Background: an optimization exercise with open tools, aiming at small area. Do not read the settings as production practice. Function was checked by simulation only, so behaviour that the tests miss may differ from the original. Power is estimated from default activity; no workload was simulated.

==> branch umber: inputs <==
==> flow/design.v <==
module avg_bank (
    input  wire        clk,
    input  wire        rst,
    input  wire        scan,
    input  wire        s_valid,
    input  wire [7:0]  s_pd,
    input  wire [15:0] s_value,
    input  wire [1:0]  s_tag,
    input  wire        cfg_valid,
    input  wire [3:0]  cfg_ch,
    input  wire [7:0]  cfg_pd,
    input  wire [3:0]  cfg_len,
    input  wire [3:0]  rd_ch,
    output reg  [15:0] rd_mean,
    output reg  [31:0] rd_sum,
    output reg  [1:0]  rd_tag,
    output wire [31:0] rd_seq,
    output reg  [31:0] sat_count,
    output reg  [31:0] guard_count,
    output reg  [31:0] inv_count
);
    localparam NCH = 16;
    function [1:0] fa;
        input a, b, c;
        begin
            fa = {(a & b) | (a & c) | (b & c), a ^ b ^ c};
        end
    endfunction
    reg [7:0]  ch_pd      [0:NCH-1];
    reg [3:0]  ch_len     [0:NCH-1];
    reg        pend       [0:NCH-1];
    reg [7:0]  pend_pd    [0:NCH-1];
    reg [3:0]  pend_len   [0:NCH-1];
    reg [24:0] acc        [0:NCH-1];
    reg        acc_guard  [0:NCH-1];
    reg        acc_inv    [0:NCH-1];
    reg [11:0] scans      [0:NCH-1];    
    reg        res_valid  [0:NCH-1];    
    reg [24:0] res_acc    [0:NCH-1];
    reg [3:0]  res_len    [0:NCH-1];
    reg        res_guard  [0:NCH-1];
    reg        res_inv    [0:NCH-1];
    reg [31:0] res_seq    [0:NCH-1];
    wire        r_valid = res_valid[rd_ch];
    wire [24:0] r_acc   = res_acc[rd_ch];
    wire [3:0]  r_len   = res_len[rd_ch];
    wire        r_guard = res_guard[rd_ch];
    wire        r_inv   = res_inv[rd_ch];
    assign rd_seq = res_seq[rd_ch];
    reg [24:0] r_t1, r_t2, r_t4;
    reg [15:0] r_v;
    reg [9:0]  r_so;
    reg        r_clamp;
    integer j;
    always @(*) begin
        r_t1 = r_len[0] ? {r_acc[24], r_acc[24:1]} : r_acc;
        r_t2 = r_len[1] ? {{2{r_t1[24]}}, r_t1[24:2]} : r_t1;
        r_t4 = r_len[2] ? {{4{r_t2[24]}}, r_t2[24:4]} : r_t2;
        r_v  = r_len[3] ? r_t4[23:8] : r_t4[15:0];
        r_so[9] = 1'b0;
        for (j = 8; j >= 0; j = j - 1)
            r_so[j] = r_so[j+1] | (r_acc[15+j] ^ r_acc[24]);
        r_clamp = (r_len <= 4'd8) ? r_so[r_len] : 1'b0;
        if (!r_valid) begin
            rd_mean = 16'd0;
            rd_sum  = 32'd0;
            rd_tag  = 2'b00;
        end else if (r_guard) begin
            rd_mean = {~r_acc[24], {15{r_acc[24]}}};
            rd_sum  = {~r_acc[24], {31{r_acc[24]}}};
            rd_tag  = 2'b11;
        end else begin
            rd_mean = r_clamp ? {r_acc[24], {15{~r_acc[24]}}} : r_v;
            rd_sum  = {{7{r_acc[24]}}, r_acc};
            rd_tag  = {r_inv, r_clamp};
        end
    end
    wire        s_add = s_valid && !scan;
    reg [24:0]  sum_next  [0:NCH-1];
    reg         ovf       [0:NCH-1];
    reg         hit       [0:NCH-1];
    reg         add       [0:NCH-1];
    reg [25:0]  ac        [0:NCH-1];    
    reg         complete  [0:NCH-1];    
    reg         store     [0:NCH-1];    
    reg         renew     [0:NCH-1];    
    reg [15:0]  sc        [0:NCH-1];    
    reg [32:0]  qc        [0:NCH-1];    
    reg         clamp     [0:NCH-1];    
    integer i, k;
    reg b;
    always @(*) begin
        for (i = 0; i < NCH; i = i + 1) begin
            hit[i] = s_add && (s_pd == ch_pd[i]);
            add[i] = hit[i] && !acc_guard[i];
            ac[i][0] = 1'b0;
            for (k = 0; k < 25; k = k + 1) begin
                b = add[i] & s_value[(k < 16) ? k : 15];
                {ac[i][k+1], sum_next[i][k]} = fa(acc[i][k], b, ac[i][k]);
            end
            ovf[i] = ac[i][25] ^ ac[i][24];
            sc[i][0] = scan;
            for (k = 0; k < 12; k = k + 1)
                sc[i][k+1] = sc[i][k] & scans[i][k];
            for (k = 13; k < 16; k = k + 1)
                sc[i][k] = sc[i][12];       
            store[i] = sc[i][ch_len[i]];
            renew[i] = store[i] || (scan && pend[i]);
            qc[i][0] = store[i];
            for (k = 0; k < 32; k = k + 1)
                qc[i][k+1] = qc[i][k] & res_seq[i][k];
            clamp[i] = 1'b0;
            for (k = 0; k < 9; k = k + 1)
                clamp[i] = clamp[i] | ((acc[i][15+k] ^ acc[i][24]) & ~scans[i][k]);
        end
    end
    reg [15:0] e_sat, e_guard, e_inv;
    always @(*) begin
        for (i = 0; i < NCH; i = i + 1) begin
            e_guard[i] = store[i] && acc_guard[i];
            e_sat[i]   = store[i] && !acc_guard[i] && clamp[i] && !acc_inv[i];
            e_inv[i]   = store[i] && acc_inv[i];
        end
    end
    function [4:0] popcount16;
        input [15:0] a;
        reg [1:0] f1, f2, f3, f4, f5, f6, f7, h1, f8, f9, f10, h2, f11, h3, h4;
        begin
            f1  = fa(a[0], a[1], a[2]);
            f2  = fa(a[3], a[4], a[5]);
            f3  = fa(a[6], a[7], a[8]);
            f4  = fa(a[9], a[10], a[11]);
            f5  = fa(a[12], a[13], a[14]);
            f6  = fa(f1[0], f2[0], f3[0]);
            f7  = fa(f4[0], f5[0], a[15]);
            h1  = fa(f6[0], f7[0], 1'b0);
            f8  = fa(f1[1], f2[1], f3[1]);
            f9  = fa(f4[1], f5[1], f6[1]);
            f10 = fa(f7[1], h1[1], f8[0]);
            h2  = fa(f10[0], f9[0], 1'b0);
            f11 = fa(f8[1], f9[1], f10[1]);
            h3  = fa(f11[0], h2[1], 1'b0);
            h4  = fa(f11[1], h3[1], 1'b0);
            popcount16 = {h4[1], h4[0], h3[0], h2[0], h1[0]};
        end
    endfunction
    function [31:0] sat_add;
        input [31:0] a;
        input [4:0]  n;
        reg   [32:0] c;
        reg   [31:0] s;
        integer j;
        begin
            c[0] = 1'b0;
            for (j = 0; j < 32; j = j + 1)
                {c[j+1], s[j]} = fa(a[j], (j < 5) ? n[j] : 1'b0, c[j]);
            sat_add = s | {32{c[32]}};
        end
    endfunction
    always @(posedge clk) begin
        if (rst) begin
            sat_count   <= 32'd0;
            guard_count <= 32'd0;
            inv_count   <= 32'd0;
        end else begin
            sat_count   <= sat_add(sat_count, popcount16(e_sat));
            guard_count <= sat_add(guard_count, popcount16(e_guard));
            inv_count   <= sat_add(inv_count, popcount16(e_inv));
        end
        for (i = 0; i < NCH; i = i + 1) begin
            if (rst) begin
                ch_pd[i]  <= 8'd0;
                ch_len[i] <= 4'd6;
            end else if (scan && pend[i]) begin
                ch_pd[i]  <= pend_pd[i];
                ch_len[i] <= pend_len[i];
            end
            if (rst)
                pend[i] <= 1'b0;
            else if (cfg_valid && cfg_ch == i)
                pend[i] <= 1'b1;
            else if (scan)
                pend[i] <= 1'b0;
            if (cfg_valid && cfg_ch == i) begin
                pend_pd[i]  <= cfg_pd;
                pend_len[i] <= cfg_len;
            end
            if (rst || renew[i]) begin
                acc[i]       <= 25'd0;
                acc_guard[i] <= 1'b0;
                acc_inv[i]   <= 1'b0;
                scans[i]     <= 12'd0;
            end else begin
                acc[i]       <= sum_next[i];
                acc_guard[i] <= acc_guard[i] | ovf[i];
                acc_inv[i]   <= acc_inv[i] | (hit[i] & s_tag[1]);
                scans[i]     <= scans[i] ^ sc[i][11:0];
            end
            if (rst) begin
                res_valid[i] <= 1'b0;
                res_seq[i]   <= 32'd0;
            end else begin
                res_valid[i] <= res_valid[i] | store[i];
                res_seq[i]   <= res_seq[i] ^ qc[i][31:0];
            end
            if (store[i]) begin
                res_acc[i]   <= acc[i];
                res_len[i]   <= ch_len[i];
                res_guard[i] <= acc_guard[i];
                res_inv[i]   <= acc_inv[i];
            end
        end
    end
endmodule
==> flow/flow/run.sh <==
#!/bin/bash
# Layout flow: the standard flow (standard.sh, which runs the standard
# synthesis and ORFS from floorplan to finish), with three changes to how the
# layout is made:
#  - the port buffers are the smallest buffer (buf_1), not the flow's pick;
#  - clock tree synthesis clusters up to 25 sinks within 100 um under each
#    clkbuf_16 leaf buffer and inserts no dummy loads;
#  - after global routing, repair_timing -recover_power 100 downsizes gates
#    on paths with positive slack.
# make's output goes to flow_make.log; each ORFS step's own log is under
# orfs/logs/.
set -euo pipefail
export BUFFER_PORTS_ARGS="-buffer_cell sky130_fd_sc_hd__buf_1"
export CTS_ARGS="-sink_clustering_enable -repair_clock_nets -dont_use_dummy_load -sink_clustering_size 25 -sink_clustering_max_diameter 100 -buf_list sky130_fd_sc_hd__clkbuf_16"
export RECOVER_POWER=100
bash standard.sh finish > flow_make.log 2>&1
==> flow/standard.sh <==
#!/bin/bash
# synth_recipe.tcl (not shown) runs the flow's synth.tcl, then flattens the netlist and writes it again
# the make line also repeats each setting of config.mk as NAME=value (left out here)
make -C /OpenROAD-flow-scripts/flow DESIGN_CONFIG=/design/flow/config.mk WORK_HOME=/design/flow/orfs CLKGATE_MAP_FILE= SYNTH_SCRIPT=/design/flow/synth_recipe.tcl "${@:-finish}"
==> flow/config.mk <==
export PLATFORM = sky130hd
export DESIGN_NAME = avg_bank
export DESIGN_NICKNAME = avg_bank
export VERILOG_FILES = /design/flow/design.v
export SDC_FILE = /design/flow/constraint.sdc
export NUM_CORES = 4
export LEC_CHECK = 0
export CAP_MARGIN = 20
export CORE_MARGIN = 2
export CORE_UTILIZATION = 65
export SLEW_MARGIN = 20
==> flow/constraint.sdc <==
create_clock -name core_clock -period 18.0 [get_ports {clk}]
set_input_delay 3.6000 -clock core_clock [delete_from_list [all_inputs] [get_ports {clk}]]
set_output_delay 3.6000 -clock core_clock [all_outputs]
set_load 0.01 [all_outputs]
==> branch willow (differences from branch umber) <==
--- a/flow/design.v
+++ b/flow/design.v
@@ -47,20 +47,11 @@
     wire        r_guard = res_guard[rd_ch];
     wire        r_inv   = res_inv[rd_ch];
     assign rd_seq = res_seq[rd_ch];
-    reg [24:0] r_t1, r_t2, r_t4;
-    reg [15:0] r_v;
-    reg [9:0]  r_so;
+    reg [24:0] r_v;
     reg        r_clamp;
-    integer j;
     always @(*) begin
-        r_t1 = r_len[0] ? {r_acc[24], r_acc[24:1]} : r_acc;
-        r_t2 = r_len[1] ? {{2{r_t1[24]}}, r_t1[24:2]} : r_t1;
-        r_t4 = r_len[2] ? {{4{r_t2[24]}}, r_t2[24:4]} : r_t2;
-        r_v  = r_len[3] ? r_t4[23:8] : r_t4[15:0];
-        r_so[9] = 1'b0;
-        for (j = 8; j >= 0; j = j - 1)
-            r_so[j] = r_so[j+1] | (r_acc[15+j] ^ r_acc[24]);
-        r_clamp = (r_len <= 4'd8) ? r_so[r_len] : 1'b0;
+        r_v     = $signed(r_acc) >>> r_len;
+        r_clamp = r_v[24:15] != {10{r_v[24]}};
         if (!r_valid) begin
             rd_mean = 16'd0;
             rd_sum  = 32'd0;
@@ -70,7 +61,7 @@
             rd_sum  = {~r_acc[24], {31{r_acc[24]}}};
             rd_tag  = 2'b11;
         end else begin
-            rd_mean = r_clamp ? {r_acc[24], {15{~r_acc[24]}}} : r_v;
+            rd_mean = r_clamp ? {r_v[24], {15{~r_v[24]}}} : r_v[15:0];
             rd_sum  = {{7{r_acc[24]}}, r_acc};
             rd_tag  = {r_inv, r_clamp};
         end
@@ -84,9 +75,10 @@
     reg         complete  [0:NCH-1];    
     reg         store     [0:NCH-1];    
     reg         renew     [0:NCH-1];    
-    reg [15:0]  sc        [0:NCH-1];    
+    reg [12:0]  sc        [0:NCH-1];    
     reg [32:0]  qc        [0:NCH-1];    
-    reg         clamp     [0:NCH-1];    
+    reg [9:0]   sgn_or    [0:NCH-1];
+    reg         clamp     [0:NCH-1];
     integer i, k;
     reg b;
     always @(*) begin
@@ -102,16 +94,15 @@
             sc[i][0] = scan;
             for (k = 0; k < 12; k = k + 1)
                 sc[i][k+1] = sc[i][k] & scans[i][k];
-            for (k = 13; k < 16; k = k + 1)
-                sc[i][k] = sc[i][12];       
             store[i] = sc[i][ch_len[i]];
             renew[i] = store[i] || (scan && pend[i]);
             qc[i][0] = store[i];
             for (k = 0; k < 32; k = k + 1)
                 qc[i][k+1] = qc[i][k] & res_seq[i][k];
-            clamp[i] = 1'b0;
-            for (k = 0; k < 9; k = k + 1)
-                clamp[i] = clamp[i] | ((acc[i][15+k] ^ acc[i][24]) & ~scans[i][k]);
+            sgn_or[i][9] = 1'b0;
+            for (k = 8; k >= 0; k = k - 1)
+                sgn_or[i][k] = sgn_or[i][k+1] | (acc[i][15+k] ^ acc[i][24]);
+            clamp[i] = (ch_len[i] <= 4'd8) ? sgn_or[i][ch_len[i]] : 1'b0;
         end
     end
     reg [15:0] e_sat, e_guard, e_inv;
==> flow/run.sh (new file) <==
#!/bin/bash
# synth_recipe.tcl (not shown) runs the flow's synth.tcl, then flattens the netlist and writes it again
# the make line also repeats each setting of config.mk as NAME=value (left out here)
make -C /OpenROAD-flow-scripts/flow DESIGN_CONFIG=/design/flow/config.mk WORK_HOME=/design/flow/orfs CLKGATE_MAP_FILE= SYNTH_SCRIPT=/design/flow/synth_recipe.tcl finish
--- a/flow/config.mk
+++ b/flow/config.mk
@@ -8,4 +8,7 @@
 export CAP_MARGIN = 20
 export CORE_MARGIN = 2
 export CORE_UTILIZATION = 65
+export CTS_BUF_LIST = sky130_fd_sc_hd__clkbuf_16
+export CTS_CLUSTER_DIAMETER = 80
+export CTS_CLUSTER_SIZE = 30
 export SLEW_MARGIN = 20
removed: flow/flow/run.sh
removed: flow/standard.sh
==> summary of the runs <==
Against branch willow, the first-iteration DRC count of branch umber is higher by about 13%. In branch umber the clock power is lower than in branch willow, by 21%. Between branch umber and branch willow, the lower total power is in branch umber (gap about 8%, measured against branch willow). Flip-flop and latch count is the same in branch umber and branch willow. Branch umber completed and failed the layout checks on capacitance limit, slew limit. Branch willow went through all stages and came out clean.
==> figures <==
Run status: branch willow complete, no violations; branch umber complete, but fails checks
Violated checks: branch willow -; branch umber capacitance limit, slew limit
Worst slew pin tran: branch willow 1330 ps; branch umber 9650 ps
Layout net count: branch willow 9515; branch umber 9394
P_leak: branch willow 45.9 nW; branch umber 43.7 nW
Final period util: branch willow 0.900; branch umber 0.963
Crit Path Max Fanout: branch willow 30; branch umber 37
Violation count after the first detailed-route iteration: branch willow 6159; branch umber 6942
Sequential fraction of design power: branch willow 0.586; branch umber 0.634
Power Internal: branch willow 6.40 mW; branch umber 6.04 mW
Achievable Freq: branch willow 0.0617 GHz; branch umber 0.0577 GHz


==> v6: inputs <==
Starts from the design.v that is shown in full above.
clock: 18.0 ns
lec_check: 0
cap_margin: 20
core_margin: 2
core_utilization: 65
slew_margin: 20
standard.sh (not shown) runs the stock make flow with config.mk's settings and CLKGATE_MAP_FILE= SYNTH_SCRIPT=/design/flow/synth_recipe.tcl, a recipe that flattens the netlist after the stock synthesis.
==> flow/flow/run.sh <==
#!/bin/bash
# Layout flow: the standard flow (standard.sh, which runs the standard
# synthesis and ORFS from floorplan to finish), with two changes to how the
# layout is made:
#  - the port buffers are the smallest buffer (buf_1), not the flow's pick;
#  - clock tree synthesis clusters up to 25 sinks within 100 um under each
#    clkbuf_16 leaf buffer and inserts no dummy loads;
# make's output goes to flow_make.log; each ORFS step's own log is under
# orfs/logs/.
set -euo pipefail
export BUFFER_PORTS_ARGS="-buffer_cell sky130_fd_sc_hd__buf_1"
export CTS_ARGS="-sink_clustering_enable -repair_clock_nets -dont_use_dummy_load -sink_clustering_size 25 -sink_clustering_max_diameter 100 -buf_list sky130_fd_sc_hd__clkbuf_16"
bash standard.sh finish > flow_make.log 2>&1
==> v3 (differences from v6) <==
--- a/flow/design.v
+++ b/flow/design.v
@@ -48,18 +48,9 @@
     wire        r_inv   = res_inv[rd_ch];
     assign rd_seq = res_seq[rd_ch];
-    reg [24:0] r_t1, r_t2, r_t4;
-    reg [15:0] r_v;
-    reg [9:0]  r_so;
+    reg [24:0] r_v;
     reg        r_clamp;
-    integer j;
     always @(*) begin
-        r_t1 = r_len[0] ? {r_acc[24], r_acc[24:1]} : r_acc;
-        r_t2 = r_len[1] ? {{2{r_t1[24]}}, r_t1[24:2]} : r_t1;
-        r_t4 = r_len[2] ? {{4{r_t2[24]}}, r_t2[24:4]} : r_t2;
-        r_v  = r_len[3] ? r_t4[23:8] : r_t4[15:0];
-        r_so[9] = 1'b0;
-        for (j = 8; j >= 0; j = j - 1)
-            r_so[j] = r_so[j+1] | (r_acc[15+j] ^ r_acc[24]);
-        r_clamp = (r_len <= 4'd8) ? r_so[r_len] : 1'b0;
+        r_v     = $signed(r_acc) >>> r_len;
+        r_clamp = r_v[24:15] != {10{r_v[24]}};
         if (!r_valid) begin
             rd_mean = 16'd0;
@@ -71,5 +62,5 @@
             rd_tag  = 2'b11;
         end else begin
-            rd_mean = r_clamp ? {r_acc[24], {15{~r_acc[24]}}} : r_v;
+            rd_mean = r_clamp ? {r_v[24], {15{~r_v[24]}}} : r_v[15:0];
             rd_sum  = {{7{r_acc[24]}}, r_acc};
             rd_tag  = {r_inv, r_clamp};
@@ -85,7 +76,8 @@
     reg         store     [0:NCH-1];    
     reg         renew     [0:NCH-1];    
-    reg [15:0]  sc        [0:NCH-1];    
+    reg [12:0]  sc        [0:NCH-1];    
     reg [32:0]  qc        [0:NCH-1];    
-    reg         clamp     [0:NCH-1];    
+    reg [9:0]   sgn_or    [0:NCH-1];
+    reg         clamp     [0:NCH-1];
     integer i, k;
     reg b;
@@ -103,6 +95,4 @@
             for (k = 0; k < 12; k = k + 1)
                 sc[i][k+1] = sc[i][k] & scans[i][k];
-            for (k = 13; k < 16; k = k + 1)
-                sc[i][k] = sc[i][12];       
             store[i] = sc[i][ch_len[i]];
             renew[i] = store[i] || (scan && pend[i]);
@@ -110,7 +100,8 @@
             for (k = 0; k < 32; k = k + 1)
                 qc[i][k+1] = qc[i][k] & res_seq[i][k];
-            clamp[i] = 1'b0;
-            for (k = 0; k < 9; k = k + 1)
-                clamp[i] = clamp[i] | ((acc[i][15+k] ^ acc[i][24]) & ~scans[i][k]);
+            sgn_or[i][9] = 1'b0;
+            for (k = 8; k >= 0; k = k - 1)
+                sgn_or[i][k] = sgn_or[i][k+1] | (acc[i][15+k] ^ acc[i][24]);
+            clamp[i] = (ch_len[i] <= 4'd8) ? sgn_or[i][ch_len[i]] : 1'b0;
         end
     end
==> flow/flow/run.sh (replaced) <==
#!/bin/bash
# Layout flow: the standard flow (standard.sh), with two changes to how
# the layout is made:
#  - the port buffers are the smallest buffer (buf_1), not the flow's pick;
#  - clock tree synthesis clusters up to 30 sinks within 80 um under each
#    clkbuf_16 leaf buffer and inserts no dummy loads.
# Synthesis, floorplan, power grid, tap cells, placement, routing and the
# constraints are the standard flow's. make's output goes to flow_make.log;
# each ORFS step's own log is under orfs/logs/.
set -euo pipefail
export BUFFER_PORTS_ARGS="-buffer_cell sky130_fd_sc_hd__buf_1"
export CTS_ARGS="-sink_clustering_enable -repair_clock_nets -dont_use_dummy_load -sink_clustering_size 30 -sink_clustering_max_diameter 80 -buf_list sky130_fd_sc_hd__clkbuf_16"
bash standard.sh finish > flow_make.log 2>&1
==> notes <==
- Between v6 and v3, the lower register-to-register slack is in v6 (gap 0.10 ns).
- First-iteration DRC count: v3 is smaller than v6 (15%).
- In v6 the non-clock buffer count is higher than in v3, by 2.
- Against v6, the global-route usage of v3 is lower by 2.4 points.
- Between v3 and v6, the lower clock skew is in v6 (gap 0.0080 ns).
- Clock power: v6 is lower than v3 (about 3%).
- Against v3, the count of clock-buffer cells in the layout of v6 is lower by 8.
- In v6 the routed wire length is higher than in v3, by about 7%.
==> figures <==
Synth Area per Inst: v3 11.87 sq um; v6 12.06 sq um
Internal power component: v3 6135 uW; v6 6043 uW
Tightest slew margin relative to the limit: v3 13.69%; v6 18.89%
Share of total power in sequential cells: v3 62.7%; v6 63.4%
Result of the run: v3 no timing/DRC/antenna violations; v6 no timing/DRC/antenna violations
Fraction of area in clock buffers and inverters: v3 2.487%; v6 2.317%
Met3 track demand over resource in global routing: v3 7.392%; v6 9.533%
Synthesized net count: v3 9516; v6 9330
Worst Hold Slack: v3 0.4104 ns; v6 0.4383 ns
Clock tree buffer count of the final layout: v3 103; v6 95
Area of the die: v3 153600 sq um; v6 152500 sq um
Share of cell area taken by multi-input logic gates: v3 44.43%; v6 43.65%
Multiplexer share of the synthesized area: v3 2.065%; v6 2.538%
Power attributed to sequential cells: v3 5000 uW; v6 4990 uW
Comb group: v3 468 uW; v6 454 uW
Post-route clock period utilization: v3 90.38%; v6 90.82%
Hpwl dp: v3 193600 um; v6 207400 um

==> what the ideal ports hide <==
No port has a modelled driver above. Below, the same layouts with a new extraction and two added sets of constraints. Step 1 (the two cells are an assumption about what drives the block):
set clk [get_ports {clk}]
set_driving_cell -lib_cell sky130_fd_sc_hd__clkbuf_16 $clk
set_driving_cell -lib_cell sky130_fd_sc_hd__buf_2 [delete_from_list [all_inputs] $clk]
Step 2 times the ports against the registers' clock, not the clock port: input delays grow and output delays shrink by t, the midpoint of the rising clock arrivals with the driver on. Three values: ideal ports, drivers, drivers and shift; two values: the first two.
| run | t (ns) | slack for setup (ns) | worst setup path at the end |
|---|---|---|---|
| branch umber | 0.823 | 0.659 / 0.625 / 0.042 | input to register |
| branch willow | 0.855 | 1.797 / 1.853 / 0.997 | input to register |
| v6 | 0.826 | 1.653 / 1.723 / 0.898 | input to register |
| v3 | 0.836 | 1.731 / 1.801 / 0.965 | input to register |
The setup slack of branch willow, which loses most, moves by +0.056 ns with the drivers and by -0.800 ns with both steps.
